This design comes from an exercise in tuning for small area on the open sky130 flow, not from production work.
No functional check of the RTL was part of any run shown here.
Power and IR drop assume default switching activity.

==> design.v <==
module chk_channel #(
    parameter [3:0] CH = 4'd0
) (
    input  wire        clk,
    input  wire        rst,
    input  wire        sel,
    input  wire        w_cfg,
    input  wire        w_seq,
    input  wire        w_fsrc,
    input  wire        w_fcnt,
    input  wire        w_cmp,
    input  wire        w_crc,
    input  wire        w_start,      
    input  wire        w_ctl,        
    input  wire        w_res,        
    input  wire        w_cnt,        
    input  wire        w_le,         
    input  wire        w_fd,         
    input  wire        w_mm,         
    input  wire        w_touch,      
    input  wire [5:0]  d_cfg,        
    input  wire [15:0] d_seq,
    input  wire [29:0] d_fsrc,
    input  wire [12:0] d_fcnt,
    input  wire [31:0] d_cmp,
    input  wire [31:0] d_crc,
    input  wire [31:0] d_res,
    input  wire [7:0]  d_alive,
    input  wire [1:0]  d_cuf,
    input  wire [1:0]  d_le,
    input  wire        d_mm,
    input  wire [3:0]  d_own,
    input  wire [6:0]  d_stamp,
    input  wire        rel_w,        
    input  wire        tick_due,     
    input  wire [6:0]  t_due,
    input  wire        jet_stop,
    input  wire [2:0]  jet_stop_id,
    input  wire        steward_stop,
    input  wire        lockout,
    output wire [5:0]  q_cfg,
    output wire [5:0]  q_act,
    output wire [15:0] q_seq,
    output wire [29:0] q_fsrc,
    output wire [12:0] q_fcnt,
    output wire [31:0] q_cmp,
    output wire [31:0] q_crc,
    output wire [31:0] q_res,
    output wire [7:0]  q_alive,
    output wire [1:0]  q_cuf,
    output wire [1:0]  q_le,
    output wire        q_fd,
    output wire        q_mm,
    output wire [3:0]  q_own
);
    localparam PRIV = (CH < 4);
    localparam [3:0] IDLE = 4'b0001;
    reg        cfg_cmp_en, cfg_swap;
    reg [1:0]  cfg_poly;
    reg        cfg_x0;
    reg        act_cmp_en, act_swap;
    reg [1:0]  act_poly;
    reg        act_x0;
    reg [15:0] seq;
    reg [29:0] fsrc;
    reg [12:0] fcnt;
    reg [31:0] cmp, crc, res;
    reg [7:0]  alive;
    reg [1:0]  cuf;
    reg [1:0]  last_end;
    reg        feed_st, mm_flag;
    reg [3:0]  own;
    reg [6:0]  stamp;
    wire [1:0] cfg_x, act_x;
    wire       rel_q  = (own != IDLE) && (lockout ||
                                  (jet_stop && own == {1'b1, jet_stop_id}) ||
                                  (steward_stop && own == 4'b0100) ||
                                  (tick_due && !(sel && w_touch) && stamp == t_due));
    wire       rel    = (sel && w_ctl) ? rel_w : rel_q;
    always @(posedge clk) begin
        if (rst || (sel && w_cfg)) begin
            cfg_cmp_en <= d_cfg[5];
            cfg_swap   <= d_cfg[4];
            cfg_poly   <= d_cfg[3:2];
            cfg_x0     <= d_cfg[0];
        end
        if (sel && w_start) begin
            act_cmp_en <= cfg_cmp_en;
            act_swap   <= cfg_swap;
            act_poly   <= cfg_poly;
            act_x0     <= cfg_x0;
        end
        if (rst || (sel && w_fsrc)) fsrc <= d_fsrc;
        if (rst || (sel && w_fcnt)) fcnt <= d_fcnt;
        if (rst || (sel && w_cmp))  cmp  <= d_cmp;
        if (sel && w_crc)           crc  <= d_crc;
        if (rst || (sel && w_res))  res  <= d_res;
        if (rst || (sel && w_mm))   mm_flag <= d_mm;
        if (rst || (sel && w_fd))   feed_st <= !rst;
        if (rst || rel || (sel && w_le))
            last_end <= rst ? 2'd0 : rel ? 2'd3 : d_le;
        if (rst || rel || (sel && w_ctl))
            own <= (rst || rel) ? IDLE : d_own;
        if (sel && w_touch) stamp <= d_stamp;
    end
    generate
        if (PRIV) begin : g_seq
            always @(posedge clk)
                if (rst || (sel && w_seq)) seq <= d_seq;
            assign cfg_x   = {1'b0, cfg_x0};
            assign act_x   = {1'b0, act_x0};
            assign q_seq   = seq;
            assign q_alive = 8'h00;
            assign q_cuf   = 2'd0;
        end else begin : g_alive
            reg cfg_x1, act_x1;
            always @(posedge clk) begin
                if (rst || (sel && w_cfg)) cfg_x1 <= d_cfg[1];
                if (sel && w_start)        act_x1 <= cfg_x1;
                if (rst || (sel && w_cnt)) begin
                    alive <= d_alive;
                    cuf   <= d_cuf;
                end
            end
            assign cfg_x   = {cfg_x1, cfg_x0};
            assign act_x   = {act_x1, act_x0};
            assign q_seq   = 16'h0000;
            assign q_alive = alive;
            assign q_cuf   = cuf;
        end
    endgenerate
    assign q_cfg  = {cfg_cmp_en, cfg_swap, cfg_poly, cfg_x};
    assign q_act  = {act_cmp_en, act_swap, act_poly, act_x};
    assign q_fsrc = fsrc;
    assign q_fcnt = fcnt;
    assign q_cmp  = cmp;
    assign q_crc  = crc;
    assign q_res  = res;
    assign q_le   = last_end;
    assign q_fd   = feed_st;
    assign q_mm   = mm_flag;
    assign q_own  = own;
endmodule
module chk_crc (
    input  wire [1:0]  poly,
    input  wire [31:0] x,
    input  wire [31:0] d,
    input  wire        one,
    input  wire        none,
    output wire [31:0] y
);
    wire [15:0] t0, m0, s0;
    wire [31:0] t1, m1, s1;
    wire [31:0] t2, m2, s2;
    wire [7:0]  t3, m3, s3;
    wire a0 = x[15] ^ d[23];
    wire a1 = x[0] ^ d[24];
    wire a2 = x[14] ^ d[22];
    wire a3 = x[7] ^ d[31];
    wire a4 = x[1] ^ d[25];
    wire a5 = x[2] ^ d[26];
    wire a6 = x[3] ^ d[27];
    wire a7 = x[5] ^ d[29];
    wire a8 = x[4] ^ d[28];
    wire a9 = x[6] ^ d[30];
    wire a10 = x[12] ^ d[20];
    wire a11 = x[13] ^ d[21];
    wire a12 = x[17] ^ d[9];
    wire a13 = x[9] ^ d[17];
    wire a14 = x[18] ^ d[10];
    wire a15 = x[11] ^ d[19];
    wire a16 = x[8] ^ d[16];
    wire a17 = x[10] ^ d[18];
    wire a18 = x[19] ^ d[11];
    wire a19 = x[23] ^ d[15];
    wire a20 = x[22] ^ d[14];
    wire a21 = x[21] ^ d[13];
    wire a22 = x[20] ^ d[12];
    wire a23 = x[16] ^ d[8];
    wire a24 = a0 ^ a16;
    wire a25 = a2 ^ a3;
    wire a26 = a5 ^ a14;
    wire a27 = a12 ^ a20;
    wire a28 = a8 ^ a10;
    wire a29 = a4 ^ a13;
    wire a30 = a7 ^ a11;
    wire a31 = a6 ^ a18;
    wire a32 = a9 ^ a15;
    wire a33 = a21 ^ a22;
    wire a34 = a17 ^ a19;
    wire a35 = a1 ^ a23;
    wire a36 = a1 ^ a24;
    wire a37 = a2 ^ a17;
    wire a38 = a0 ^ a25;
    wire a39 = a23 ^ a27;
    wire a40 = a11 ^ a26;
    wire a41 = a7 ^ a19;
    wire a42 = a10 ^ a29;
    wire a43 = a15 ^ a28;
    wire a44 = a5 ^ a6;
    wire a45 = a4 ^ a22;
    wire a46 = a12 ^ a13;
    wire a47 = a8 ^ a34;
    wire a48 = d[8] ^ d[12];
    wire a49 = a14 ^ a30;
    wire a50 = a18 ^ a32;
    wire a51 = a24 ^ a33;
    wire a52 = d[13] ^ a1;
    wire a53 = a3 ^ a9;
    wire a54 = a28 ^ a30;
    wire a55 = a27 ^ a31;
    wire a56 = a23 ^ a24;
    wire a57 = a25 ^ a32;
    wire a58 = a22 ^ a31;
    wire a59 = d[10] ^ d[14];
    wire a60 = d[22] ^ d[11];
    wire a61 = a18 ^ a40;
    wire a62 = a26 ^ a50;
    wire a63 = a21 ^ a34;
    wire a64 = a12 ^ a45;
    wire a65 = a35 ^ a46;
    wire a66 = a1 ^ a37;
    wire a67 = a0 ^ a21;
    wire a68 = a3 ^ a36;
    wire a69 = a15 ^ a19;
    wire a70 = d[15] ^ a44;
    wire a71 = a7 ^ a63;
    wire a72 = a7 ^ a66;
    wire a73 = a8 ^ a16;
    wire a74 = a17 ^ a38;
    wire a75 = a5 ^ a29;
    wire a76 = d[20] ^ d[21];
    wire a77 = a35 ^ a38;
    wire a78 = d[30] ^ a48;
    wire a79 = a4 ^ a5;
    wire a80 = x[15] ^ d[9];
    wire a81 = a13 ^ a20;
    wire a82 = a14 ^ a29;
    wire a83 = a4 ^ a49;
    wire a84 = d[19] ^ d[9];
    wire a85 = a0 ^ a20;
    wire a86 = a25 ^ a47;
    wire a87 = a9 ^ a37;
    wire a88 = d[31] ^ a80;
    wire a89 = a2 ^ a30;
    wire a90 = d[18] ^ a48;
    wire a91 = a10 ^ a14;
    wire a92 = a9 ^ a42;
    wire a93 = d[23] ^ a60;
    wire a94 = x[14] ^ a78;
    wire a95 = a27 ^ a36;
    wire a96 = a9 ^ a51;
    wire a97 = a6 ^ a67;
    wire a98 = d[17] ^ a93;
    wire a99 = a1 ^ a50;
    wire a100 = a26 ^ a32;
    wire a101 = a29 ^ a33;
    wire a102 = a33 ^ a55;
    wire a103 = d[12] ^ a68;
    wire a104 = a25 ^ a26;
    wire a105 = a41 ^ a43;
    wire a106 = a54 ^ a88;
    wire a107 = a39 ^ a40;
    wire a108 = a3 ^ a34;
    wire a109 = a16 ^ a27;
    wire a110 = a5 ^ a41;
    wire a111 = d[13] ^ a106;
    wire a112 = a4 ^ a19;
    wire a113 = a47 ^ a62;
    wire a114 = a22 ^ a43;
    wire a115 = a65 ^ a73;
    wire a116 = a8 ^ a39;
    wire a117 = d[21] ^ a52;
    wire a118 = a6 ^ a94;
    wire a119 = a28 ^ a31;
    wire a120 = a21 ^ a53;
    wire a121 = d[11] ^ d[15];
    wire a122 = a43 ^ a118;
    wire a123 = a28 ^ a55;
    wire a124 = a8 ^ a31;
    wire a125 = a8 ^ a84;
    wire a126 = x[24] ^ a91;
    wire a127 = a10 ^ a45;
    wire a128 = a9 ^ a38;
    wire a129 = a7 ^ a76;
    wire a130 = d[16] ^ a90;
    wire a131 = a72 ^ a82;
    wire a132 = d[22] ^ d[14];
    wire a133 = a31 ^ a53;
    wire a134 = a33 ^ a61;
    wire a135 = a16 ^ a29;
    wire a136 = a23 ^ a81;
    wire a137 = a6 ^ a33;
    wire a138 = a17 ^ a75;
    wire a139 = a42 ^ a57;
    wire a140 = a30 ^ a64;
    wire a141 = a11 ^ a21;
    wire a142 = a20 ^ a21;
    wire a143 = d[18] ^ a9;
    wire a144 = a83 ^ a87;
    wire a145 = a35 ^ a51;
    assign t0[0] = x[0] ^ d[16] ^ a122;
    assign t0[1] = x[1] ^ d[17] ^ a111;
    assign t0[2] = x[2] ^ a59 ^ a89 ^ a143;
    assign t0[3] = x[3] ^ d[19] ^ a121 ^ a128;
    assign t0[4] = x[4] ^ d[20] ^ a103;
    assign t0[5] = x[5] ^ a117 ^ a122 ^ a135;
    assign t0[6] = x[6] ^ a111 ^ a132 ^ a138;
    assign t0[7] = x[7] ^ d[23] ^ a30 ^ a32 ^ a37 ^ a59 ^ a70;
    assign t0[8] = a6 ^ a28 ^ a36 ^ a57 ^ a121;
    assign t0[9] = a29 ^ a54 ^ a103;
    assign t0[10] = x[8] ^ d[24] ^ d[13] ^ a30 ^ a75 ^ a87;
    assign t0[11] = x[9] ^ d[25] ^ d[14] ^ a32 ^ a44 ^ a74;
    assign t0[12] = x[10] ^ d[26] ^ d[15] ^ a68 ^ a94;
    assign t0[13] = x[11] ^ d[27] ^ a52 ^ a88 ^ a135;
    assign t0[14] = x[12] ^ d[28] ^ a59 ^ a138;
    assign t0[15] = x[13] ^ d[29] ^ d[11] ^ a15 ^ a17 ^ a70;
    assign t1[0] = a56 ^ a64 ^ a126 ^ a133;
    assign t1[1] = x[25] ^ a3 ^ a115 ^ a134;
    assign t1[2] = x[26] ^ a16 ^ a102 ^ a131;
    assign t1[3] = x[27] ^ a1 ^ a85 ^ a101 ^ a113;
    assign t1[4] = x[28] ^ a71 ^ a95 ^ a100;
    assign t1[5] = x[29] ^ a13 ^ a22 ^ a69 ^ a95;
    assign t1[6] = x[30] ^ a33 ^ a34 ^ a36 ^ a46 ^ a133;
    assign t1[7] = x[31] ^ a13 ^ a17 ^ a32 ^ a67 ^ a123;
    assign t1[8] = a20 ^ a23 ^ a49 ^ a108 ^ a114;
    assign t1[9] = a69 ^ a77 ^ a83 ^ a137;
    assign t1[10] = a8 ^ a20 ^ a104 ^ a137;
    assign t1[11] = a24 ^ a41 ^ a124 ^ a142;
    assign t1[12] = a41 ^ a68 ^ a82 ^ a123;
    assign t1[13] = a0 ^ a44 ^ a46 ^ a54 ^ a108;
    assign t1[14] = a18 ^ a43 ^ a74 ^ a140;
    assign t1[15] = a10 ^ a89 ^ a100 ^ a145;
    assign t1[16] = a55 ^ a77 ^ a92 ^ a141;
    assign t1[17] = a24 ^ a45 ^ a86 ^ a107;
    assign t1[18] = a33 ^ a110 ^ a139;
    assign t1[19] = a4 ^ a17 ^ a39 ^ a134;
    assign t1[20] = a2 ^ a26 ^ a69 ^ a102;
    assign t1[21] = a39 ^ a73 ^ a112 ^ a120;
    assign t1[22] = a35 ^ a58 ^ a85 ^ a92 ^ a110;
    assign t1[23] = a24 ^ a28 ^ a61 ^ a63;
    assign t1[24] = a49 ^ a95 ^ a139;
    assign t1[25] = a25 ^ a34 ^ a56 ^ a61 ^ a92;
    assign t1[26] = a32 ^ a40 ^ a42 ^ a66;
    assign t1[27] = a10 ^ a11 ^ a15 ^ a31 ^ a74 ^ a79;
    assign t1[28] = a2 ^ a11 ^ a44 ^ a56 ^ a114;
    assign t1[29] = a2 ^ a54 ^ a65 ^ a97;
    assign t1[30] = a0 ^ a116 ^ a144;
    assign t1[31] = a12 ^ a41 ^ a62 ^ a77;
    assign t2[0] = a2 ^ a36 ^ a126;
    assign t2[1] = x[25] ^ a0 ^ a11 ^ a18 ^ a29 ^ a35;
    assign t2[2] = x[26] ^ a5 ^ a35 ^ a37 ^ a64;
    assign t2[3] = x[27] ^ a4 ^ a12 ^ a15 ^ a26 ^ a97;
    assign t2[4] = x[28] ^ a20 ^ a26 ^ a35 ^ a119;
    assign t2[5] = x[29] ^ a1 ^ a19 ^ a124 ^ a140;
    assign t2[6] = x[30] ^ a7 ^ a28 ^ a79 ^ a96;
    assign t2[7] = x[31] ^ a30 ^ a44 ^ a120 ^ a136;
    assign t2[8] = a6 ^ a9 ^ a86 ^ a109;
    assign t2[9] = a1 ^ a13 ^ a25 ^ a105;
    assign t2[10] = a144;
    assign t2[11] = a5 ^ a38 ^ a99;
    assign t2[12] = a3 ^ a6 ^ a56 ^ a127;
    assign t2[13] = a5 ^ a115 ^ a141;
    assign t2[14] = a6 ^ a27 ^ a131;
    assign t2[15] = a0 ^ a4 ^ a113;
    assign t2[16] = a7 ^ a15 ^ a56 ^ a58 ^ a104;
    assign t2[17] = a65 ^ a96 ^ a119;
    assign t2[18] = a3 ^ a17 ^ a49 ^ a101 ^ a116;
    assign t2[19] = a2 ^ a62 ^ a71 ^ a109;
    assign t2[20] = a16 ^ a19 ^ a57 ^ a58 ^ a81;
    assign t2[21] = a13 ^ a14 ^ a33 ^ a86;
    assign t2[22] = a15 ^ a18 ^ a72 ^ a91 ^ a142;
    assign t2[23] = a11 ^ a19 ^ a85 ^ a99 ^ a127;
    assign t2[24] = a3 ^ a40 ^ a112 ^ a145;
    assign t2[25] = a26 ^ a31 ^ a39 ^ a42 ^ a67;
    assign t2[26] = a47 ^ a58 ^ a107;
    assign t2[27] = a12 ^ a31 ^ a51 ^ a105;
    assign t2[28] = a8 ^ a89 ^ a96 ^ a136;
    assign t2[29] = a13 ^ a39 ^ a71 ^ a128;
    assign t2[30] = a10 ^ a34 ^ a39 ^ a57;
    assign t2[31] = a11 ^ a12 ^ a25 ^ a69;
    assign t3[0] = d[23] ^ d[14] ^ a4 ^ a90 ^ a117;
    assign t3[1] = d[15] ^ a52 ^ a79 ^ a84 ^ a132;
    assign t3[2] = d[10] ^ a52 ^ a70 ^ a76 ^ a130;
    assign t3[3] = a1 ^ a6 ^ a98 ^ a125 ^ a130;
    assign t3[4] = d[17] ^ d[8] ^ a59 ^ a125 ^ a129;
    assign t3[5] = d[9] ^ d[10] ^ d[15] ^ a60 ^ a129 ^ a143;
    assign t3[6] = d[16] ^ d[19] ^ d[21] ^ d[10] ^ d[12] ^ a53 ^ a93;
    assign t3[7] = d[20] ^ d[12] ^ a3 ^ a52 ^ a98;
    wire b0_0 = m0[12] ^ d[4];
    wire b0_1 = m0[13] ^ d[5];
    wire b0_2 = m0[14] ^ d[6];
    wire b0_3 = m0[15] ^ d[7];
    wire b0_4 = d[0] ^ b0_0;
    wire b0_5 = m0[10] ^ d[2];
    wire b0_6 = b0_2 ^ b0_5;
    wire b0_7 = m0[11] ^ d[3];
    wire b0_8 = m0[9] ^ d[1];
    wire b0_9 = b0_3 ^ b0_7;
    wire b0_10 = m0[8] ^ b0_4;
    wire b0_11 = b0_1 ^ b0_8;
    assign s0[0] = b0_10;
    assign s0[1] = b0_11;
    assign s0[2] = b0_6;
    assign s0[3] = b0_9;
    assign s0[4] = b0_0;
    assign s0[5] = b0_1 ^ b0_10;
    assign s0[6] = b0_2 ^ b0_11;
    assign s0[7] = b0_3 ^ b0_6;
    assign s0[8] = m0[0] ^ b0_9;
    assign s0[9] = m0[1] ^ b0_0;
    assign s0[10] = m0[2] ^ b0_1;
    assign s0[11] = m0[3] ^ b0_2;
    assign s0[12] = m0[4] ^ b0_3 ^ b0_10;
    assign s0[13] = m0[5] ^ b0_11;
    assign s0[14] = m0[6] ^ b0_6;
    assign s0[15] = m0[7] ^ b0_9;
    wire b1_0 = m1[2] ^ d[2];
    wire b1_1 = m1[1] ^ d[1];
    wire b1_2 = m1[7] ^ d[7];
    wire b1_3 = m1[6] ^ d[6];
    wire b1_4 = m1[4] ^ d[4];
    wire b1_5 = m1[3] ^ d[3];
    wire b1_6 = m1[5] ^ d[5];
    wire b1_7 = m1[0] ^ d[0];
    wire b1_8 = b1_1 ^ b1_3;
    wire b1_9 = b1_0 ^ b1_4;
    wire b1_10 = b1_5 ^ b1_6;
    wire b1_11 = b1_2 ^ b1_7;
    wire b1_12 = b1_8 ^ b1_10;
    wire b1_13 = b1_0 ^ b1_8;
    wire b1_14 = b1_7 ^ b1_9;
    wire b1_15 = b1_2 ^ b1_10;
    wire b1_16 = b1_3 ^ b1_9;
    wire b1_17 = b1_5 ^ b1_11;
    wire b1_18 = b1_2 ^ b1_13;
    wire b1_19 = b1_0 ^ b1_17;
    wire b1_20 = b1_1 ^ b1_4;
    wire b1_21 = b1_6 ^ b1_11;
    wire b1_22 = b1_9 ^ b1_12;
    wire b1_23 = b1_2 ^ b1_4;
    wire b1_24 = b1_1 ^ b1_14;
    assign s1[0] = m1[8] ^ b1_5 ^ b1_24;
    assign s1[1] = m1[9] ^ b1_10 ^ b1_24;
    assign s1[2] = m1[10] ^ b1_22;
    assign s1[3] = m1[11] ^ b1_15 ^ b1_16;
    assign s1[4] = m1[12] ^ b1_6 ^ b1_18;
    assign s1[5] = m1[13] ^ b1_8 ^ b1_23;
    assign s1[6] = m1[14] ^ b1_15 ^ b1_20;
    assign s1[7] = m1[15] ^ b1_12;
    assign s1[8] = m1[16] ^ b1_11 ^ b1_16;
    assign s1[9] = m1[17] ^ b1_9 ^ b1_21;
    assign s1[10] = m1[18] ^ b1_6 ^ b1_16;
    assign s1[11] = m1[19] ^ b1_3 ^ b1_15;
    assign s1[12] = m1[20] ^ b1_5 ^ b1_18;
    assign s1[13] = m1[21] ^ b1_1 ^ b1_2;
    assign s1[14] = m1[22] ^ b1_5 ^ b1_20;
    assign s1[15] = m1[23] ^ b1_6 ^ b1_14;
    assign s1[16] = m1[24] ^ b1_7 ^ b1_12;
    assign s1[17] = m1[25] ^ b1_8 ^ b1_9 ^ b1_11;
    assign s1[18] = m1[26] ^ b1_6 ^ b1_23;
    assign s1[19] = m1[27] ^ b1_12 ^ b1_14;
    assign s1[20] = m1[28] ^ b1_2 ^ b1_22;
    assign s1[21] = m1[29] ^ b1_8 ^ b1_21;
    assign s1[22] = m1[30] ^ b1_3 ^ b1_4 ^ b1_17;
    assign s1[23] = m1[31] ^ b1_0 ^ b1_15;
    assign s1[24] = b1_13;
    assign s1[25] = b1_19;
    assign s1[26] = b1_0;
    assign s1[27] = b1_5;
    assign s1[28] = b1_4 ^ b1_7;
    assign s1[29] = b1_1 ^ b1_6 ^ b1_7;
    assign s1[30] = b1_7 ^ b1_13;
    assign s1[31] = b1_1 ^ b1_19;
    wire b2_0 = m2[0] ^ d[0];
    wire b2_1 = m2[1] ^ d[1];
    wire b2_2 = m2[7] ^ d[7];
    wire b2_3 = m2[6] ^ d[6];
    wire b2_4 = m2[2] ^ d[2];
    wire b2_5 = m2[3] ^ d[3];
    wire b2_6 = m2[4] ^ d[4];
    wire b2_7 = m2[5] ^ d[5];
    wire b2_8 = b2_0 ^ b2_7;
    wire b2_9 = b2_1 ^ b2_2;
    wire b2_10 = b2_4 ^ b2_5;
    wire b2_11 = b2_3 ^ b2_9;
    wire b2_12 = b2_5 ^ b2_6;
    wire b2_13 = b2_3 ^ b2_8;
    wire b2_14 = b2_0 ^ b2_6;
    wire b2_15 = b2_4 ^ b2_6;
    wire b2_16 = b2_1 ^ b2_13;
    wire b2_17 = b2_1 ^ b2_8;
    wire b2_18 = b2_10 ^ b2_11;
    wire b2_19 = b2_2 ^ b2_12;
    wire b2_20 = b2_2 ^ b2_15;
    wire b2_21 = b2_3 ^ b2_19;
    wire b2_22 = b2_3 ^ b2_10;
    wire b2_23 = b2_9 ^ b2_12;
    wire b2_24 = b2_1 ^ b2_4;
    assign s2[0] = m2[8] ^ b2_4;
    assign s2[1] = m2[9] ^ b2_0 ^ b2_5;
    assign s2[2] = m2[10] ^ b2_1 ^ b2_14;
    assign s2[3] = m2[11] ^ b2_7 ^ b2_24;
    assign s2[4] = m2[12] ^ b2_0 ^ b2_22;
    assign s2[5] = m2[13] ^ b2_23;
    assign s2[6] = m2[14] ^ b2_6 ^ b2_7;
    assign s2[7] = m2[15] ^ b2_13;
    assign s2[8] = m2[16] ^ b2_11;
    assign s2[9] = m2[17] ^ b2_2;
    assign s2[10] = m2[18] ^ b2_4;
    assign s2[11] = m2[19] ^ b2_5;
    assign s2[12] = m2[20] ^ b2_14;
    assign s2[13] = m2[21] ^ b2_17;
    assign s2[14] = m2[22] ^ b2_3 ^ b2_24;
    assign s2[15] = m2[23] ^ b2_2 ^ b2_10;
    assign s2[16] = m2[24] ^ b2_10 ^ b2_14;
    assign s2[17] = m2[25] ^ b2_12 ^ b2_17;
    assign s2[18] = m2[26] ^ b2_15 ^ b2_16;
    assign s2[19] = m2[27] ^ b2_7 ^ b2_18;
    assign s2[20] = m2[28] ^ b2_21;
    assign s2[21] = m2[29] ^ b2_7 ^ b2_20;
    assign s2[22] = m2[30] ^ b2_7 ^ b2_22;
    assign s2[23] = m2[31] ^ b2_21;
    assign s2[24] = b2_8 ^ b2_20;
    assign s2[25] = b2_10 ^ b2_16;
    assign s2[26] = b2_14 ^ b2_18;
    assign s2[27] = b2_7 ^ b2_23;
    assign s2[28] = b2_6 ^ b2_13;
    assign s2[29] = b2_8 ^ b2_11;
    assign s2[30] = b2_0 ^ b2_11;
    assign s2[31] = b2_9;
    wire b3_0 = m3[4] ^ d[4];
    wire b3_1 = m3[1] ^ d[1];
    wire b3_2 = m3[5] ^ d[5];
    wire b3_3 = m3[0] ^ d[0];
    wire b3_4 = m3[2] ^ d[2];
    wire b3_5 = m3[3] ^ d[3];
    wire b3_6 = m3[6] ^ d[6];
    wire b3_7 = b3_0 ^ b3_3;
    wire b3_8 = m3[7] ^ d[7];
    wire b3_9 = b3_4 ^ b3_8;
    wire b3_10 = b3_2 ^ b3_7;
    wire b3_11 = b3_1 ^ b3_6;
    wire b3_12 = b3_0 ^ b3_5;
    wire b3_13 = b3_1 ^ b3_5;
    assign s3[0] = b3_6 ^ b3_10;
    assign s3[1] = b3_2 ^ b3_8 ^ b3_11;
    assign s3[2] = b3_9 ^ b3_10;
    assign s3[3] = b3_7 ^ b3_13;
    assign s3[4] = b3_3 ^ b3_4 ^ b3_11;
    assign s3[5] = b3_9 ^ b3_13;
    assign s3[6] = b3_4 ^ b3_12;
    assign s3[7] = b3_2 ^ b3_12;
    assign m0 = one ? x[15:0] : t0;
    assign m1 = one ? x : t1;
    assign m2 = one ? x : t2;
    assign m3 = one ? x[7:0] : t3;
    reg [31:0] ys;
    always @(*) begin
        case (poly)
            2'd0:    ys = {16'h0000, s0};
            2'd1:    ys = s1;
            2'd2:    ys = s2;
            default: ys = {24'h000000, s3};
        endcase
    end
    assign y = none ? x : ys;
endmodule
module chk_unit (
    input  wire        clk,
    input  wire        rst,
    input  wire        req_valid,
    input  wire        req_write,
    input  wire [6:0]  req_addr,
    input  wire [31:0] req_wdata,
    input  wire [2:0]  req_src,
    input  wire [2:0]  req_jet,
    output reg         rsp_valid,
    output reg         rsp_denied,
    output reg  [31:0] rsp_rdata,
    input  wire [7:0]  fold_addr,
    input  wire        tick_ms,
    input  wire        jet_stop,
    input  wire [2:0]  jet_stop_id,
    input  wire        steward_stop,
    input  wire        lockout,
    output reg         mismatch_evt,
    output reg  [2:0]  mismatch_ch
);
    localparam [3:0] R_CFG  = 4'd0, R_SEQ  = 4'd1, R_FSRC = 4'd2, R_FCNT = 4'd3,
                     R_CTL  = 4'd4, R_DATA = 4'd5, R_BYTE = 4'd6, R_RES  = 4'd7,
                     R_CMP  = 4'd8, R_STAT = 4'd9;
    localparam [3:0] IDLE = 4'b0001;
    wire [2:0]  c  = req_addr[6:4];
    wire [3:0]  r  = req_addr[3:0];
    wire [31:0] wd = req_wdata;
    wire        priv = !c[2];
    wire [3:0]  id = (req_src == 3'd1) ? {1'b1, req_jet} : {1'b0, req_src};
    localparam NB = 32 + 32 + 32 + 30 + 13 + 16 + 6 + 6 + 8 + 2 + 4 + 2 + 1 + 1;
    wire [NB-1:0] q_all [0:7];
    wire [7:0]    oh_c = 8'd1 << c;
    reg [NB-1:0] s_all;
    integer n;
    always @(*) begin
        s_all = {NB{1'b0}};
        for (n = 0; n < 8; n = n + 1)
            s_all = s_all | (q_all[n] & {NB{oh_c[n]}});
    end
    wire [31:0] crc_c, res_c, cmp_c;
    wire [29:0] fsrc_c;
    wire [12:0] fcnt_c;
    wire [15:0] seq_c;
    wire [5:0]  cfg_c, act_c;
    wire [7:0]  alive_c;
    wire [1:0]  cuf_c, le_c;
    wire [3:0]  own_c;
    wire        mm_c, fd_c;
    assign {crc_c, res_c, cmp_c, fsrc_c, fcnt_c, seq_c, cfg_c, act_c,
            alive_c, cuf_c, own_c, le_c, mm_c, fd_c} = s_all;
    wire active_c = (own_c != IDLE);
    wire owner_c  = (own_c == id);
    wire prot     = (r <= R_BYTE) || (r == R_CMP);
    wire denied   = (priv && req_src == 3'd1) || (active_c && !owner_c && prot);
    wire ok       = req_valid && req_write && !denied;
    wire is_ctl = (r == R_CTL);
    wire b_start  = wd[31], b_feed = wd[30], b_finish = wd[29], b_abort = wd[28];
    wire start    = is_ctl && b_start;
    wire act1     = b_start || active_c;
    wire fin      = is_ctl && act1 && !b_abort && !b_feed && b_finish;
    wire feed     = is_ctl && act1 && !b_abort && b_feed;
    wire ends     = is_ctl && act1 && (b_abort || (!b_feed && b_finish));
    wire [5:0] cf      = start ? cfg_c : act_c;
    wire       cmp_en  = cf[5];
    wire [1:0] poly    = cf[3:2];
    wire [1:0] cnt_w   = cf[1:0];
    wire       seq_inc = fin && priv && cf[0];
    wire       cnt     = fin && !priv && (cnt_w != 2'd0);
    wire       cnt4    = (cnt_w == 2'd1);
    reg [31:0] x0;
    always @(*) begin
        if (start) begin
            case ({priv, poly})
                3'b000: x0 = 32'h0000_FFFF;
                3'b011: x0 = 32'h0000_00FF;
                3'b100: x0 = 32'h0000_1E0C;
                3'b101: x0 = 32'hA942_E6BC;
                3'b110: x0 = 32'hF095_8FD9;
                3'b111: x0 = 32'h0000_007E;
                default: x0 = 32'hFFFF_FFFF;
            endcase
        end else begin
            x0 = crc_c;
        end
    end
    wire [7:0]  cbyte = cnt4 ? {4'h0, alive_c[3:0]} : alive_c;
    wire [31:0] dsw   = {wd[7:0], wd[15:8], wd[23:16], wd[31:24]};
    wire        swap  = act_c[4];
    wire [31:0] edata = is_ctl ? (priv ? {8'h00, fold_addr, seq_c} : {24'h0, cbyte})
                               : ((r == R_DATA && swap) ? dsw : wd);
    wire        one   = (r == R_BYTE) || (is_ctl && !priv && cnt);
    wire        none  = is_ctl && !(priv && start) && !cnt;
    wire [31:0] y;
    chk_crc u_crc (.poly(poly), .x(x0), .d(edata), .one(one), .none(none), .y(y));
    reg [31:0] fin_v, mask;
    always @(*) begin
        case (poly)
            2'd0:    begin fin_v = {16'h0000, y[15:0]};       mask = 32'h0000_FFFF; end
            2'd3:    begin fin_v = {24'h000000, ~y[7:0]};      mask = 32'h0000_00FF; end
            default: begin fin_v = ~y;                         mask = 32'hFFFF_FFFF; end
        endcase
    end
    wire mism = cmp_en && (fin_v != (cmp_c & mask));
    wire [3:0] own_s = start ? id : own_c;
    wire [3:0] d_own = (b_abort || (!b_feed && b_finish)) ? IDLE : own_s;
    wire       rel_w = (d_own != IDLE) && (lockout ||
                                           (jet_stop && d_own == {1'b1, jet_stop_id}) ||
                                           (steward_stop && d_own == 4'b0100));
    reg  [6:0] tcnt;
    wire [6:0] tnext = tcnt + {6'd0, tick_ms};
    wire [6:0] t_due = tcnt - 7'd99;
    wire [5:0]  d_cfg   = rst ? 6'b000100
                              : {wd[16], wd[4], wd[1:0], priv ? {1'b0, wd[12]} : wd[9:8]};
    wire [15:0] d_seq   = rst ? 16'h0 : (r == R_SEQ) ? wd[15:0] : seq_c + 16'd1;
    wire [29:0] d_fsrc  = rst ? 30'h0 : {wd[31:30], wd[27:0]};
    wire [12:0] d_fcnt  = rst ? 13'h0 : wd[12:0];
    wire [31:0] d_cmp   = rst ? 32'h0 : wd;
    wire [31:0] d_res   = rst ? 32'h0 : fin_v;
    wire [7:0]  d_alive = rst ? 8'h0 : cnt4 ? {4'h0, alive_c[3:0] + 4'd1} : alive_c + 8'd1;
    wire [1:0]  d_cuf   = rst ? 2'd0 : {1'b1, cnt4};
    wire [1:0]  d_le    = b_abort ? 2'd2 : 2'd1;
    wire        d_mm    = !rst && is_ctl;
    wire w_cfg   = (r == R_CFG);
    wire w_seq   = (r == R_SEQ) || seq_inc;
    wire w_fsrc  = (r == R_FSRC);
    wire w_fcnt  = (r == R_FCNT);
    wire w_cmp   = (r == R_CMP);
    wire w_crc   = (r == R_CTL) || (r == R_DATA) || (r == R_BYTE);
    wire w_mm    = ((r == R_STAT) && wd[23]) || (fin && mism);
    wire w_touch = owner_c || start;
    genvar g;
    generate
        for (g = 0; g < 8; g = g + 1) begin : chan
            wire [5:0]  q_cfg, q_act;
            wire [15:0] q_seq;
            wire [29:0] q_fsrc;
            wire [12:0] q_fcnt;
            wire [31:0] q_cmp, q_crc, q_res;
            wire [7:0]  q_alive;
            wire [1:0]  q_cuf, q_le;
            wire        q_fd, q_mm;
            wire [3:0]  q_own;
            chk_channel #(.CH(g)) u_ch (
                .clk(clk), .rst(rst),
                .sel(ok && oh_c[g]),
                .w_cfg(w_cfg), .w_seq(w_seq), .w_fsrc(w_fsrc), .w_fcnt(w_fcnt),
                .w_cmp(w_cmp), .w_crc(w_crc), .w_start(start), .w_ctl(is_ctl),
                .w_res(fin), .w_cnt(cnt), .w_le(ends), .w_fd(feed), .w_mm(w_mm),
                .w_touch(w_touch),
                .d_cfg(d_cfg), .d_seq(d_seq), .d_fsrc(d_fsrc), .d_fcnt(d_fcnt),
                .d_cmp(d_cmp), .d_crc(y), .d_res(d_res), .d_alive(d_alive),
                .d_cuf(d_cuf), .d_le(d_le), .d_mm(d_mm), .d_own(d_own),
                .d_stamp(tnext),
                .rel_w(rel_w), .tick_due(tick_ms), .t_due(t_due),
                .jet_stop(jet_stop), .jet_stop_id(jet_stop_id),
                .steward_stop(steward_stop), .lockout(lockout),
                .q_cfg(q_cfg), .q_act(q_act), .q_seq(q_seq),
                .q_fsrc(q_fsrc), .q_fcnt(q_fcnt), .q_cmp(q_cmp),
                .q_crc(q_crc), .q_res(q_res), .q_alive(q_alive),
                .q_cuf(q_cuf), .q_le(q_le), .q_fd(q_fd), .q_mm(q_mm),
                .q_own(q_own)
            );
            assign q_all[g] = {q_crc, q_res, q_cmp, q_fsrc, q_fcnt, q_seq, q_cfg, q_act,
                               q_alive, q_cuf, q_own, q_le, q_mm, q_fd};
        end
    endgenerate
    wire [7:0] cnt_used = !cuf_c[1] ? 8'h00
                        : cuf_c[0] ? {4'h0, alive_c[3:0] - 4'd1} : alive_c - 8'd1;
    wire [2:0] owner    = !active_c ? 3'd0 : own_c[3] ? 3'd1 : own_c[2:0];
    wire [2:0] ojet     = own_c[3] ? own_c[2:0] : 3'd0;
    reg [31:0] rdata;
    always @(*) begin
        case (r)
            R_CFG:  rdata = {15'h0, cfg_c[5], 3'h0, priv & cfg_c[0], 2'h0,
                             priv ? 2'b00 : cfg_c[1:0], 3'h0, cfg_c[4], 2'h0, cfg_c[3:2]};
            R_SEQ:  rdata = {16'h0000, seq_c};
            R_FSRC: rdata = {fsrc_c[29:28], 2'b00, fsrc_c[27:0]};
            R_FCNT: rdata = {19'h0, fcnt_c};
            R_RES:  rdata = res_c;
            R_CMP:  rdata = cmp_c;
            R_STAT: rdata = {active_c ? 2'd1 : 2'd0, owner, ojet, mm_c,
                             1'b0, le_c, 1'b0, 1'b0, fd_c, 1'b0, cnt_used, 8'h00};
            default: rdata = 32'h0;
        endcase
    end
    always @(posedge clk) begin
        if (rst) begin
            rsp_valid    <= 1'b0;
            mismatch_evt <= 1'b0;
            tcnt         <= 7'd0;
        end else begin
            rsp_valid    <= req_valid;
            mismatch_evt <= ok && fin && mism;
            tcnt         <= tnext;
        end
        rsp_denied  <= req_write && denied;
        rsp_rdata   <= rdata;
        mismatch_ch <= c;
    end
endmodule
==> run.sh <==
#!/bin/bash
# synth_recipe.tcl (not shown) runs the flow's synth.tcl, then flattens the netlist and writes it again
# the make line also repeats each setting of config.mk as NAME=value (left out here)
make -C /OpenROAD-flow-scripts/flow DESIGN_CONFIG=/design/flow/config.mk WORK_HOME=/design/flow/orfs CLKGATE_MAP_FILE= SYNTH_SCRIPT=/design/flow/synth_recipe.tcl finish
==> config.mk <==
export PLATFORM = sky130hd
export DESIGN_NAME = chk_unit
export DESIGN_NICKNAME = chk_unit
export VERILOG_FILES = /design/flow/design.v
export SDC_FILE = /design/flow/constraint.sdc
export NUM_CORES = 8
export LEC_CHECK = 0
export CAP_MARGIN = 20
export CORE_MARGIN = 2
export CORE_UTILIZATION = 60
export CTS_BUF_LIST = sky130_fd_sc_hd__clkbuf_4 sky130_fd_sc_hd__clkbuf_8
export SLEW_MARGIN = 20
==> constraint.sdc <==
create_clock -name core_clock -period 13.0 [get_ports {clk}]
set_input_delay 2.6000 -clock core_clock [delete_from_list [all_inputs] [get_ports {clk}]]
set_output_delay 2.6000 -clock core_clock [all_outputs]
set_load 0.01 [all_outputs]
==> results of run 1 <==
-- critical path: cells and delay by family --
kind	cells	cell delay [ns]
AOI/OAI and AO/OA	6	2.12
xor gates and xnor gates	7	2.85
adders and majority gates	1	0.25
buffers and inverters	7	1.83
and+or+nand+nor	9	2.86
-- synth_stat cells, types with 45 or more instances --
master / n
edfxtp_1: 1424
nor2_1: 265
buf_1: 50
o22ai_1: 45
mux2i_1: 143
nor2b_1: 62
nand2_1: 225
xor2_1: 162
xnor3_1: 105
xnor2_1: 435
a221oi_1: 106
a22o_1: 77
nor3_1: 59
nand3_1: 83
a22oi_1: 258
o21ai_0: 161
dfxtp_1: 45
a31oi_1: 76
clkbuf_1: 185
a21oi_1: 171
-- layer usage --
layer,routed length [um],vias up,part of all wire
met5,129,-,0.00052
met4,14900,20,0.060
met3,33700,729,0.13
met2,110000,3621,0.44
met1,91100,24300,0.36
li1,-,19900,-
-- final cells by class --
class | count | area, um^2 | share of cell area
Multi-Input combinational cell | 3120 | 26000 | 0.327
Antenna cell | 10 | 25.0 | 0.000315
Sequential cell | 1469 | 43700 | 0.550
Clock inverter | 86 | 538 | 0.00678
Tap cell | 1524 | 1910 | 0.0240
Inverter | 31 | 120 | 0.00151
Clock buffer | 329 | 3950 | 0.0498
Timing Repair Buffer | 371 | 3150 | 0.0397
-- state kept, by name (all words and copies together), names as in the netlist, 32 cells and up --
name and cells:
chan.u_ch.stamp 56, rsp_rdata 32, chan.u_ch.res 256, chan.u_ch.crc 256, chan.u_ch.alive 32, chan.u_ch.fsrc 240, chan.u_ch.fcnt 104, chan.u_ch.cmp 256
chan.u_ch.own 32, chan.u_ch.seq 64
-- cell families after synthesis --
logic type,share of synthesized area
AO/OA/AOI/OAI,0.122
AND/OR/NAND/NOR,0.0656
multiplexers,0.0418
XOR/XNOR,0.128
flip-flops,0.618
adder cells (fa/ha/maj),0.00251
buffers and inverters,0.0226
-- per-stage QoR --
stage | utilization | cells | hold slack (ns)
final | 0.681 | 6940 | 0.418
after detailed placement | 0.642 | 6515 | 0.432
after global placement | 0.642 | 6515 | 0.425
after floorplan | - | 4936 | 0.417
after CTS | 0.680 | 6930 | 0.416
after global routing | 0.681 | 6932 | 0.423
-- report_power, final --
group	total (mW)	internal (mW)	switching, mW	leakage, nW
Sequential	7.08	6.91	0.163	14.1
Clock	3.82	2.00	1.82	2.39
Combinational	13.2	5.20	7.97	11.1
Total	24.1	14.1	9.95	27.5
-- worst paths after layout --
kind | start | end | slack [ns]
max | req_addr[1] | chan[7].u_ch.mm_flag | 1.15
min | chan[6].u_ch.cfg_swap | chan[6].u_ch.act_swap | 0.42
max reg2reg | chan[2].u_ch.cfg_poly[0] | chan[7].u_ch.mm_flag | 3.22
min reg2reg | chan[6].u_ch.cfg_swap | chan[6].u_ch.act_swap | 0.42
==> results_dict.tcl, run 1 <==
set metrics [dict create \
    outcome "complete, no violations" \
    timing.final.ws_setup_ns 1.15 \
    drt-total-wl_mm 250 \
    min_path_type "flop to flop" \
    synthFlopType "edfxtp_1" \
    power_per_cell_area_nw_per_um2 303 \
    rows 125 \
    netlist.area_leader.share 0.605 \
    nets 5294 \
    drt.antenna.violating_nets 0 \
    syn_inst 4936 \
    via_per_inst 6.99 \
    layout_commonest_cell "edfxtp_1" \
    critPathLaunchType "primary input" \
    cts_tree "built" \
    final.period_utilization 0.911 \
    synth-edff-count 1424 \
    grt_pass1_wl_mm 347 \
    dpl_cell_area_um2 74800 \
    synth_top_cell_by_area "edfxtp_1" \
    fillCellCount 8153 \
    wl_per_cell_um 36.0 \
    synth_area_um2 70700 \
    min_period_ns 11.85 \
    clkTransAtPathRegs_ns 0.07 \
    end_kind "flop" \
    initial_utilization 0.607 \
    via_count 48500 \
    met1_usage 0.562 \
    cts.sinks 1469 \
    routabilityCongestion 1.04 \
    hold_viol 0 \
    die_y_um 347 \
    drtIter0Drc 7489 \
    route.detailed.drc 0 \
    drive_gt1_frac 0.170 \
    portBuffers 101 \
    mostFrequentLayoutCells "edfxtp_1 (1424), xnor2_1 (434), buf_4 (263), a22oi_1 (258), nor2_1 (248)" \
    syn-num-nets 5013 \
    clkLatencyLatePin_ns 1.00 \
    async_reset_ff_frac 0 \
    die_w_um 347 \
    core_area_um2 117000 \
    synthTopCellsByArea "edfxtp_1 (60%), xnor2_1 (5.4%), xnor3_1 (3.3%)" \
    cts_buffers 224 \
    drv_slew 0 \
    cp_data_arrival_time_ns 12.56 \
    grt_util_met3 0.116 \
    cp_slowest_stage_delay_ns 0.65 \
    worstSetupPathType "primary input to flop" \
    htreeDepth 4 \
    peakVddDrop_uv 483 \
    power.leakage_nw 27.5 \
    gr-total-overflow 0 \
    rsz0062_at_grt "false" \
    post_cts_buffers 0 \
    ys_seq_area_frac 0.618 \
    busiest_layer "met2" \
    yosysWarnings 10 \
    area_growth_pct 12.2 \
    synth.avg_cell_area_um2 14.3 \
    grt_max_degree 88 \
    grt_usage 0.411 \
    worstRegToRegCells 26 \
    slowest_stage "nor2_1" \
    antenna_found_initial 20 \
    pin_count 102 \
    holdPathStages 0 \
    critPathRequiredTime_ns 13.71 \
    die_area_um2 121000 \
    firstDrtPassIters 7 \
    grt_pass1_vias 44900 \
    skew_ns 0.0726 \
    synth_cell_types 120 \
    worst_pin_slew_ns 1.25 \
    cts_buffer_depth 3 \
    use_met2 0.610 \
    crit_fanout 23 \
    dp_slack_ns 0.481 \
    final_area_um2 79300 \
    holdBufCountCts 0 \
    setup-tns-final_ns 0 \
    synth-seq-cells 1469 \
    timing.fmax_mhz 84.4 \
    cts_root_buf "clkbuf_8" \
    ctsResizeCount 0 \
    total_power_mw 24.1 \
    cap_violations 0 \
    maxSlewHeadroom 0.161 \
    setup_violations 0 \
    dp_hpwl_mm 170 \
]
==> run 2, diff against run 1 <==
--- a/config.mk
+++ b/config.mk
@@ -8,5 +8,4 @@
 export CAP_MARGIN = 20
 export CORE_MARGIN = 2
-export CORE_UTILIZATION = 60
-export CTS_BUF_LIST = sky130_fd_sc_hd__clkbuf_4 sky130_fd_sc_hd__clkbuf_8
+export CORE_UTILIZATION = 30
 export SLEW_MARGIN = 20
==> results_dict.tcl, run 2 <==
set metrics [dict create \
    peakVddDrop_uv 299 \
    via_count 47600 \
    die_area_um2 240000 \
    maxSlewHeadroom 0.169 \
    min_path_type "flop to flop" \
    gr-total-overflow 0 \
    async_reset_ff_frac 0 \
    cts_buffer_depth 3 \
    worstSetupPathType "primary input to flop" \
    multi_input_area_um2 26000 \
    drt-total-wl_mm 268 \
    cts_buffers 149 \
    critPathLaunchType "primary input" \
    rsz0062_at_grt "false" \
    dp_cells 8152 \
    grt_pass1_wl_mm 365 \
    portBuffers 101 \
    synth_area_um2 70700 \
    slowest_stage "xnor3_1" \
    worstRegToRegCells 28 \
    core_area_um2 235000 \
    routabilityCongestion 0.999 \
    power.leakage_nw 27.5 \
    firstDrtPassIters 6 \
    rows 178 \
    synth-seq-cells 1469 \
    outcome "complete, no violations" \
    yosys-top-cells-count "edfxtp_1 (1424), xnor2_1 (435), nor2_1 (265)" \
    power_per_cell_area_nw_per_um2 302 \
    cts_tree "built" \
    internal-power_mw 14.4 \
    synth_cell_types 120 \
    mostFrequentLayoutCells "edfxtp_1 (1424), xnor2_1 (434), buf_4 (274), a22oi_1 (258), nor2_1 (251)" \
    top_regs "chan.u_ch.cmp x256, chan.u_ch.crc x256, chan.u_ch.res x256" \
    drt.antenna.violating_nets 0 \
    route.detailed.drc 0 \
    setup_violations 0 \
    timing.fmax_mhz 81.9 \
    wl_per_cell_um 31.8 \
    die_y_um 489 \
    drive_gt1_frac 0.146 \
    r2r_slack_ns 3.00 \
    yosysMostFrequentCell "edfxtp_1" \
    via_per_inst 5.66 \
    syn-num-nets 5013 \
    initial_utilization 0.301 \
    holdBufCountCts 0 \
    dp_hpwl_mm 184 \
    grt_pass1_vias 44800 \
    grt_max_degree 80 \
    hold_viol 0 \
    layout_commonest_cell "edfxtp_1" \
    pin_count 102 \
    p_clk_frac 0.167 \
    clkLatencyLatePin_ns 0.84 \
    cts_root_buf "clkbuf_16" \
    clkTransAtPathRegs_ns 0.06 \
    die_w_um 489 \
    post_cts_buffers 0 \
    p_sw_frac 0.417 \
    holdPathStages 0 \
    ctsResizeCount 0 \
    combPwrFrac 0.546 \
    cts.sinks 1469 \
    synthFlopType "edfxtp_1" \
    ff_latch_area_um2 43700 \
    area_growth_pct 15.5 \
    cap_violations 0 \
    fillCellCount 22600 \
    synthTopCellsByArea "edfxtp_1 (60%), xnor2_1 (5.4%), xnor3_1 (3.3%)" \
    nets 5230 \
    setup-tns-final_ns 0 \
    crit_top_cell "xnor2_1" \
    synth_top_cell_by_area "edfxtp_1" \
    skew_ns 0.0747 \
    ys_seq_area_frac 0.618 \
    layout.cells.non_filler 8420 \
    final.period_utilization 0.940 \
    synth-edff-count 1424 \
    min_period_ns 12.22 \
    critPathRequiredTime_ns 13.54 \
    synth.avg_cell_area_um2 14.3 \
    syn_inst 4936 \
    p_sw_mw 10.3 \
    worst_pin_slew_ns 1.23 \
    yosysWarnings 10 \
    netlist.area_leader.share 0.605 \
    antenna_found_initial 24 \
    crit_fanout 10 \
    cp_data_arrival_time_ns 12.76 \
    htreeDepth 4 \
    cp_slowest_stage_delay_ns 0.76 \
    drv_slew 0 \
    drtIter0Drc 7105 \
    grt_usage 0.218 \
    end_kind "flop" \
    p_seq_frac 0.287 \
]
-- run 2: cell counts after synthesis --
No cell type changed its count.
-- run 2: power groups by stage --
| stage | Sequential, mW | Combinational (mW) | Clock (mW) |
|---|---|---|---|
| 2_1_floorplan | 7.13 | 8.33 | 0 |
| 3_3_place_gp | 7.15 | 13.0 | 0 |
| 3_5_place_dp | 7.18 | 12.9 | 0 |
| 4_1_cts | 7.08 | 13.0 | 4.16 |
| 5_1_grt | 7.13 | 13.8 | 4.34 |
| 6_report | 7.08 | 13.5 | 4.13 |
-- run 2: layer usage --
layer  track usage  wire (um)  vias up
met5             0        142        -
li1              -          -    19700
met1         0.285     103000    24200
met2         0.331     119000     3054
met4         0.123      17400       20
met3        0.0496      27800      649
-- run 2: cell type report --
cell class	count	share of cell area
timing repair buffer	382	0.0396
inverter	31	0.00147
multi-input combinational	3120	0.319
sequential	1469	0.535
tap	3150	0.0483
clock inverter	77	0.00935
antenna	9	0.000276
clock buffer	182	0.0474
-- run 2: metrics by stage --
stage | hold WS [ns] | total power [mW] | setup WS, ns | utilization | area (um^2)
after floorplan | 0.417 | 15.5 | 0.184 | - | 70700
after global placement | 0.430 | 20.2 | 0.491 | 0.328 | 76900
after detailed placement | 0.435 | 20.1 | 0.366 | 0.328 | 76900
after CTS | 0.439 | 24.3 | 1.20 | 0.347 | 81600
after global routing | 0.460 | 25.2 | 0.569 | 0.348 | 81600
final | 0.452 | 24.7 | 0.785 | 0.348 | 81600
-- run 2: worst paths after layout --
| check | from | to |
|---|---|---|
| max | req_addr[1] | chan[1].u_ch.mm_flag |
| min | chan[5].u_ch.cfg_swap | chan[5].u_ch.act_swap |
| max reg2reg | chan[1].u_ch.cfg_poly[0] | chan[1].u_ch.mm_flag |
| min reg2reg | chan[5].u_ch.cfg_swap | chan[5].u_ch.act_swap |
-- run 2: critical path: cells and delay by family --
kind | cells | cell delay, ns
xor+xnor | 7 | 2.71
simple gates | 6 | 1.86
compound gates | 11 | 4.01
fa+ha+maj | 1 | 0.23
buf+inv | 4 | 1.35
-- run 2: cell families after synthesis --
logic type	after synthesis	share of synthesized area
AO/OA/AOI/OAI	1174	0.122
multiplexers	233	0.0418
buffers and inverters	347	0.0226
flip-flops	1469	0.618
adder cells (fa/ha/maj)	13	0.00251
XOR/XNOR	769	0.128
AND/OR/NAND/NOR	931	0.0656
==> run 3, diff against run 2 <==
--- a/config.mk
+++ b/config.mk
@@ -8,4 +8,7 @@
 export CAP_MARGIN = 20
 export CORE_MARGIN = 2
-export CORE_UTILIZATION = 30
+export CORE_UTILIZATION = 70
+export CTS_BUF_LIST = sky130_fd_sc_hd__clkbuf_4
+export CTS_CLUSTER_SIZE = 16
+export PLACE_DENSITY = 0.75
 export SLEW_MARGIN = 20
==> results_dict.tcl, run 3 <==
set metrics [dict create \
    outcome "complete, no violations" \
    synth_top_cell_by_area "edfxtp_1" \
    yosysWarnings 10 \
    critPathRequiredTime_ns 13.95 \
    ys_seq_area_frac 0.618 \
    portBuffers 101 \
    synth-adder-area-share 0.00251 \
    power_per_cell_area_nw_per_um2 307 \
    holdBufCountCts 0 \
    cts.sinks 1469 \
    final_util 0.788 \
    drive_gt1_frac 0.196 \
    area_growth_pct 11.7 \
    dp_hpwl_mm 166 \
    clkLatencyLatePin_ns 1.29 \
    post_cts_buffers 0 \
    yosys.area_share.simple 0.0656 \
    setup_violations 0 \
    skew_ns 0.158 \
    final.period_utilization 0.873 \
    layout_commonest_cell "edfxtp_1" \
    grt_pass1_vias 49600 \
    worst_pin_slew_ns 1.44 \
    p_seq_frac 0.294 \
    cp_data_arrival_time_ns 12.29 \
    setup-tns-final_ns 0 \
    synthTopCellsByArea "edfxtp_1 (60%), xnor2_1 (5.4%), xnor3_1 (3.3%)" \
    cts_buffer_depth 4 \
    firstDrtPassIters 10 \
    die_w_um 322 \
    ctsResizeCount 0 \
    antenna_found_initial 18 \
    min_path_type "flop to flop" \
    syn-num-nets 5013 \
    die_area_um2 104000 \
    mostFrequentLayoutCells "edfxtp_1 (1424), clkbuf_4 (506), xnor2_1 (435), buf_4 (266), a22oi_1 (258)" \
    cts_tree "built" \
    via_count 51600 \
    p_clk_frac 0.153 \
    yosysMostFrequentCell "edfxtp_1" \
    core_area_um2 100000 \
    synth_xor_area_frac 0.128 \
    synth-edff-count 1424 \
    drt-total-wl_mm 255 \
    layout.cells.non_filler 6904 \
    grt_max_degree 84 \
    async_reset_ff_frac 0 \
    netlist.area_leader.share 0.605 \
    synth-compound-area-share 0.122 \
    total_power_mw 24.2 \
    cap_violations 0 \
    route.detailed.drc 0 \
    r2r_slack_ns 3.15 \
    rsz0062_at_grt "false" \
    gr-total-overflow 0 \
    timing.fmax_mhz 88.1 \
    wl_per_cell_um 36.9 \
    grt_usage 0.494 \
    min_period_ns 11.34 \
    routabilityCongestion 1.05 \
    synth-seq-cells 1469 \
    internal-power_mw 14.0 \
    clkTransAtPathRegs_ns 0.07 \
    synth_top_family_by_area "XOR/XNOR gates" \
    syn_inst 4936 \
    dp_cells 6292 \
    p_sw_mw 10.2 \
    end_kind "flop" \
    drtIter0Drc 10100 \
    grt_pass1_wl_mm 356 \
    hold_viol 0 \
    top_regs "chan.u_ch.cmp x256, chan.u_ch.crc x256, chan.u_ch.res x256" \
    cts_root_buf "clkbuf_4" \
    die_y_um 322 \
    critPathLaunchType "primary input" \
    power.leakage_nw 27.7 \
    initial_utilization 0.706 \
    worstSetupPathType "primary input to flop" \
    nets 5438 \
    cts_buffers 362 \
    yosys-top-cells-count "edfxtp_1 (1424), xnor2_1 (435), nor2_1 (265)" \
    p_sw_frac 0.422 \
    synthFlopType "edfxtp_1" \
    drv_slew 0 \
    pin_count 102 \
    maxSlewHeadroom 0.0420 \
    synth.area.mux_share 0.0418 \
    synth.avg_cell_area_um2 14.3 \
    htreeDepth 5 \
    combPwrFrac 0.553 \
    peakVddDrop_uv 489 \
    drt.antenna.violating_nets 0 \
    synth_area_um2 70700 \
    via_per_inst 7.47 \
    crit_fanout 9 \
    synth_cell_types 120 \
    rows 116 \
]
## run 3: worst max-delay path, cell delays in order
cell             delay, ns
clkdlybuf4s50_1       0.55
or4b_2                0.83
nor2_4                0.14
or3_1                 0.12
o21a_1                0.24
ha_1                  0.42
o311ai_2              0.20
nor2_1                0.52
nor2_1                0.26
buf_4                 0.24
xnor2_1               0.74
xnor3_1               0.36
xnor3_1               0.41
a21oi_1               0.36
xnor2_4               0.19
xnor2_2               0.35
xor3_1                0.52
xnor2_1               0.56
nor2_1                0.10
or4_1                 0.51
a311oi_1              0.29
nand4b_1              0.15
or4_1                 0.63
a2111oi_2             0.59
o21ai_2               0.21
a21boi_1              0.18
## run 3: final cells by class
class	count	area (um^2)
antenna	21	52.6
inverter	31	120
timing repair buffer	377	3210
tap	1298	1620
multi-input combinational	3120	26000
sequential	1469	43700
clock buffer	506	3800
clock inverter	82	465
fill	5580	21200
## run 3: kinds of logic after synthesis
group | after synthesis
compound gates | 1174
xor+xnor | 769
fa+ha+maj | 13
buf+inv | 347
flops | 1469
mux | 233
simple gates | 931
## run 3: path summary, 6_finish.rpt
kind	startpoint	endpoint	depth (start not counted)
min reg2reg	chan[7].u_ch.g_alive.cfg_x1	chan[7].u_ch.g_alive.act_x1	0
max	req_addr[1]	chan[6].u_ch.mm_flag	26
max reg2reg	chan[7].u_ch.act_poly[1]	chan[6].u_ch.mm_flag	27
min	chan[7].u_ch.g_alive.cfg_x1	chan[7].u_ch.g_alive.act_x1	0
## run 3: stage by stage
step / instance area (um^2) / hold slack (ns) / setup WS (ns)
2_1_floorplan: 70700 / 0.417 / 0.184
3_3_place_gp: 74400 / 0.427 / 0.840
3_5_place_dp: 74500 / 0.431 / 0.829
4_1_cts: 78800 / 0.422 / 2.12
5_1_grt: 78900 / 0.447 / 1.48
6_report: 78900 / 0.427 / 1.66
## run 3: power groups by stage
stage	Combinational, mW	Sequential, mW	Clock, mW
after floorplan	8.33	7.13	0
after global placement	12.7	7.14	0
after detailed placement	12.7	7.19	0
after CTS	12.8	7.11	3.69
after global routing	13.6	7.16	3.92
final	13.4	7.11	3.71
## run 3: routing by layer
| layer | vias to the layer above | routed length, um | track usage | share of wire |
|---|---|---|---|---|
| met4 | 16 | 21800 | 0.350 | 0.086 |
| met3 | 1316 | 42900 | 0.190 | 0.17 |
| met1 | 24600 | 80800 | 0.624 | 0.32 |
| li1 | 20300 | - | - | - |
| met5 | - | 138 | 0.00284 | 0.00054 |
| met2 | 5337 | 109000 | 0.704 | 0.43 |
==> run 4, diff against run 3 <==
==> flow/run.sh (new file) <==
#!/bin/bash
# Own layout flow. Synthesis is the standard one (standard.sh synth); its
# combinational logic is then mapped again by ABC for area, keeping every
# register cell as it is. The layout is the standard ORFS flow, with clock
# tree and port buffer settings of our own. Each tool's output goes to a log
# of its own in this folder.
set -euo pipefail
W=$(pwd)
R=$W/orfs/results/$FLOW_PLATFORM/chk_unit/base

# 1. the standard synthesis
bash standard.sh synth > 1_standard_synth.log 2>&1

# 2. re-map the logic between the registers
cp $R/1_2_yosys.v $W/standard_synth.v
PLATFORM_DIR=$FLOW_HOME/platforms/$FLOW_PLATFORM
(
  export LIB_FILES=$PLATFORM_DIR/lib/sky130_fd_sc_hd__tt_025C_1v80.lib
  export DESIGN_NAME=$FLOW_TOP
  export DONT_USE_CELLS="sky130_fd_sc_hd__probe_p_8 sky130_fd_sc_hd__probec_p_8 sky130_fd_sc_hd__lpflow_*"
  export TIEHI_CELL_AND_PORT="sky130_fd_sc_hd__conb_1 HI"
  export TIELO_CELL_AND_PORT="sky130_fd_sc_hd__conb_1 LO"
  export MIN_BUF_CELL_AND_PORTS="sky130_fd_sc_hd__buf_4 A X"
  export REMAP_ABC="strash;dc2;dch,-f;amap"
  export REMAP_IN=$W/standard_synth.v
  export REMAP_TMP=$W/remap_abc.v
  export REMAP_OUT=$W/remap.v
  export REMAP_STAT=$W/remap_stat.txt
  YOSYS=$FLOW_HOME/../tools/install/yosys/bin/yosys
  [[ -x $YOSYS ]] || YOSYS=yosys
  REMAP_STEP=1 $YOSYS -c flow/remap.tcl > 2_remap_abc.log 2>&1
  REMAP_STEP=2 $YOSYS -c flow/remap.tcl > 2_remap_finish.log 2>&1
)
cp $W/remap.v $R/1_2_yosys.v

# 3. the layout
bash standard.sh \
  "CTS_ARGS=-sink_clustering_enable -repair_clock_nets -sink_clustering_size 18 -sink_clustering_max_diameter 60 -buf_list sky130_fd_sc_hd__clkbuf_8 -dont_use_dummy_load" \
  "BUFFER_PORTS_ARGS=-buffer_cell sky130_fd_sc_hd__buf_1" \
  finish > 3_layout.log 2>&1
==> flow/remap.tcl (new file) <==
# Re-map the combinational logic of the standard synthesis for area.
# The registers stay as they are: every flip-flop cell of the standard
# netlist is kept as a black box, so its instance, name and cell type do
# not change; only the logic between them is mapped again by ABC.
set lib [lindex $::env(LIB_FILES) 0]

# cells kept as they are: registers, latches and special cells
set keep {*__*df* *__*dl* *__*lpflow* *__*probe* *__*ebuf* *__*einv* *__*diode*
          *__*tap* *__*decap* *__macro* *__ha_* *__fa_*}

if {$::env(REMAP_STEP) == 1} {
  # every other cell becomes its logic function, which ABC maps again
  yosys read_liberty -ignore_miss_func $lib
  yosys blackbox {*}$keep
  yosys read_verilog $::env(REMAP_IN)
  yosys hierarchy -top $::env(DESIGN_NAME)
  yosys flatten
  yosys delete t:\$scopeinfo
  yosys opt -purge
  set dont_use {}
  foreach c $::env(DONT_USE_CELLS) { lappend dont_use -dont_use $c }
  yosys abc -liberty $lib {*}$dont_use -script "+$::env(REMAP_ABC)"
  yosys opt_clean -purge
  yosys delete sky130_fd_sc_hd__*
  yosys write_verilog -noattr -nohex -nodec $::env(REMAP_TMP)
} elseif {$::env(REMAP_STEP) == 2} {
  # finish as the standard synthesis does: tie cells, buffered pass-throughs
  yosys read_liberty -lib $lib
  yosys read_verilog $::env(REMAP_TMP)
  yosys hierarchy -check -top $::env(DESIGN_NAME)
  yosys hilomap -singleton -hicell {*}$::env(TIEHI_CELL_AND_PORT) -locell {*}$::env(TIELO_CELL_AND_PORT)
  yosys insbuf -buf {*}$::env(MIN_BUF_CELL_AND_PORTS)
  yosys splitnets
  yosys opt_clean -purge
  yosys check -assert -mapped
  yosys tee -o $::env(REMAP_STAT) stat -liberty $lib
  yosys write_verilog -noattr -nohex -nodec $::env(REMAP_OUT)
} else {
  # the re-mapped logic must equal the standard synthesis's, register by register
  yosys read_liberty -ignore_miss_func $lib
  yosys blackbox {*}$keep
  yosys read_verilog $::env(REMAP_IN)
  yosys rename $::env(DESIGN_NAME) gold
  yosys read_verilog $::env(REMAP_OUT)
  yosys rename $::env(DESIGN_NAME) gate
  yosys hierarchy -check
  yosys flatten gold gate
  yosys delete t:\$scopeinfo
  yosys opt_clean -purge
  yosys equiv_make gold gate equiv
  yosys hierarchy -top equiv
  yosys equiv_simple -undef
  yosys equiv_induct -undef
  yosys equiv_status -assert
}
==> standard.sh (new file) <==
#!/bin/bash
# synth_recipe.tcl (not shown) runs the flow's synth.tcl, then flattens the netlist and writes it again
# the make line also repeats each setting of config.mk as NAME=value (left out here)
make -C /OpenROAD-flow-scripts/flow DESIGN_CONFIG=/design/flow/config.mk WORK_HOME=/design/flow/orfs CLKGATE_MAP_FILE= SYNTH_SCRIPT=/design/flow/synth_recipe.tcl "${@:-finish}"
--- a/config.mk
+++ b/config.mk
@@ -8,7 +8,5 @@
 export CAP_MARGIN = 20
 export CORE_MARGIN = 2
-export CORE_UTILIZATION = 70
-export CTS_BUF_LIST = sky130_fd_sc_hd__clkbuf_4
-export CTS_CLUSTER_SIZE = 16
-export PLACE_DENSITY = 0.75
+export CORE_UTILIZATION = 60
+export GPL_TIMING_DRIVEN = 0
 export SLEW_MARGIN = 20
removed: run.sh
==> results_dict.tcl, run 4 <==
set metrics [dict create \
    routabilityCongestion 1.06 \
    grt_max_degree 82 \
    pin_count 102 \
    hold_viol 0 \
    final_area_um2 76000 \
    top_regs "chan.u_ch.cmp x256, chan.u_ch.crc x256, chan.u_ch.res x256" \
    cts.sinks 1469 \
    antenna_found_initial 26 \
    cts_root_buf "clkbuf_8" \
    die_y_um 332 \
    critPathRequiredTime_ns 13.53 \
    drv_slew 0 \
    min_period_ns 13.17 \
    layout.cells.non_filler 7107 \
    critPathLaunch "req_addr[5]" \
    drt.antenna.violating_nets 0 \
    multi_input_area_um2 22000 \
    die_area_um2 110000 \
    initial_utilization 0.603 \
    crit_fanout 28 \
    cp_top_family "compound AO/OA/AOI/OAI gates" \
    via_per_inst 7.70 \
    dpl_cell_area_um2 71100 \
    clkLatencyLatePin_ns 0.93 \
    synth_area_um2 64400 \
    internal-power_mw 7.64 \
    wl_per_cell_um 38.9 \
    combPwrFrac 0.353 \
    slowest_stage "a21oi_1" \
    yosysWarnings 10 \
    ff_latch_area_um2 43700 \
    gr-total-overflow 0 \
    nets 5768 \
    p_sw_frac 0.377 \
    skew_ns 0.237 \
    syn_inst 5149 \
    cap_violations 0 \
    failed_checks "setup timing" \
    worstRegToRegCells 44 \
    min_path_type "flop to flop" \
    die_w_um 332 \
    p_seq_frac 0.475 \
    mostFrequentLayoutCells "edfxtp_1 (1424), nor2_1 (571), nand2_1 (350), a21oi_1 (329), clkinv_1 (329)" \
    timing.final.ws_setup_ns -0.168 \
    layout_commonest_cell "edfxtp_1" \
    maxSlewHeadroom 0.0521 \
    htreeDepth 3 \
    setup_violations 9 \
    dp_hpwl_mm 191 \
    via_count 54700 \
    end_kind "flop" \
    critPathLaunchType "primary input" \
    firstDrtPassIters 17 \
    synth.avg_cell_area_um2 12.5 \
    core_area_um2 107000 \
    timing.fmax_mhz 75.9 \
    cts_tree "built" \
    cp_slowest_stage_delay_ns 0.72 \
    syn-num-nets 5226 \
    clkTransAtPathRegs_ns 0.12 \
    drive_gt1_frac 0.163 \
    fillCellCount 7203 \
    cts_buffer_depth 3 \
    power_per_cell_area_nw_per_um2 161 \
    outcome "complete, but fails checks" \
    grt_usage 0.493 \
    crit_cells 43 \
    drt-total-wl_mm 276 \
    p_clk_frac 0.172 \
    rows 120 \
    final.period_utilization 1.01 \
    crit_top_cell "buf_12" \
    drtIter0Drc 11600 \
    cts_buffers 102 \
    power.leakage_nw 23.9 \
    crit_buf_inv 15 \
    p_sw_mw 4.62 \
    grt_pass1_wl_mm 378 \
    holdPathStages 0 \
    worstSetupPathType "primary input to flop" \
    cp_data_arrival_time_ns 13.70 \
    peakVddDrop_uv 129 \
    area_growth_pct 18.0 \
    portBuffers 101 \
    hold_start "chan[7].u_ch.g_alive.cfg_x1" \
    r2r_start "chan[0].u_ch.cfg_poly[0]" \
    holdBufCountCts 0 \
    worst_pin_slew_ns 1.42 \
    dp_cells 6834 \
    route.detailed.drc 0 \
    grt_pass1_vias 49400 \
]
## run 4: cell count changes in the layout (fill, tap and decap cells not counted), moves of 127 or more
cell / previous run / this run
clkbuf_4: 506 / 3
xnor2_1: 435 / 6
nor2_1: 250 / 571
clkinv_1: 60 / 329
o22ai_1: 45 / 301
a222oi_1: 15 / 193
a21oi_1: 169 / 329
xor2_1: 162 / 8
a22oi_1: 258 / 110
mux2i_1: 143 / 0
nand2_1: 223 / 350
## run 4: power groups by stage
stage          logic, mW  registers, mW  clock network (mW)
6_report            4.33           5.82                2.11
4_1_cts             3.79           5.82                2.06
5_1_grt             4.39           5.84                2.21
2_1_floorplan       1.97           5.90                   0
3_5_place_dp        3.50           5.93                   0
3_3_place_gp        3.30           5.93                   0
## run 4: final timing paths
path,to,slack (ns)
hold / removal,chan[7].u_ch.g_alive.act_x1,0.44
setup reg to reg,chan[3].u_ch.mm_flag,2.09
hold reg to reg,chan[7].u_ch.g_alive.act_x1,0.44
setup / recovery,chan[6].u_ch.mm_flag,-0.17
## run 4: routing by layer
layer | up-vias | track usage | wire (um) | part of all wire
li1 | 22000 | - | - | -
met1 | 25700 | 0.628 | 88600 | 0.32
met2 | 5630 | 0.694 | 113000 | 0.41
met3 | 1361 | 0.210 | 49900 | 0.18
met4 | 32 | 0.316 | 24000 | 0.087
met5 | - | 0.0130 | 552 | 0.0020
## run 4: per-stage QoR
step	hold WS (ns)	util	TNS, ns	worst slack, ns	power, mW
floorplan	0.419	-	0	0.00717	7.87
global placement	0.428	0.627	-	-17.50	9.24
detailed placement	0.433	0.666	-2477.86	-7.87	9.43
CTS	0.429	0.700	0	0.00967	11.7
global route	0.435	0.712	-0.909	-0.142	12.4
finish	0.437	0.712	-1.23	-0.168	12.3
## run 4: what timing repair did
| item | CTS | global route |
|---|---|---|
| setup buffers | 93 | 52 |
| pin swaps | 65 | 44 |
| endpoints found under the setup margin | 521 | 17 |
| gates cloned | 6 | 0 |
| gates resized for setup | 299 | 155 |
## run 4: layout make-up
type,instances,share of cell area
Antenna cell,15,0.000494
Tap cell,1403,0.0231
Inverter,442,0.0258
Timing Repair Buffer,433,0.0674
Sequential cell,1469,0.575
Multi-Input combinational cell,3241,0.290
Clock buffer,102,0.0185
Timing Repair inverter,2,0.000428

Setup slack of run 4, layout unchanged: -0.168 ns with ideal ports, -0.153 ns with driving cells assumed (clock clkbuf_16, inputs buf_2), -1.060 ns with port delays also shifted by the 0.907 ns mid clock arrival.
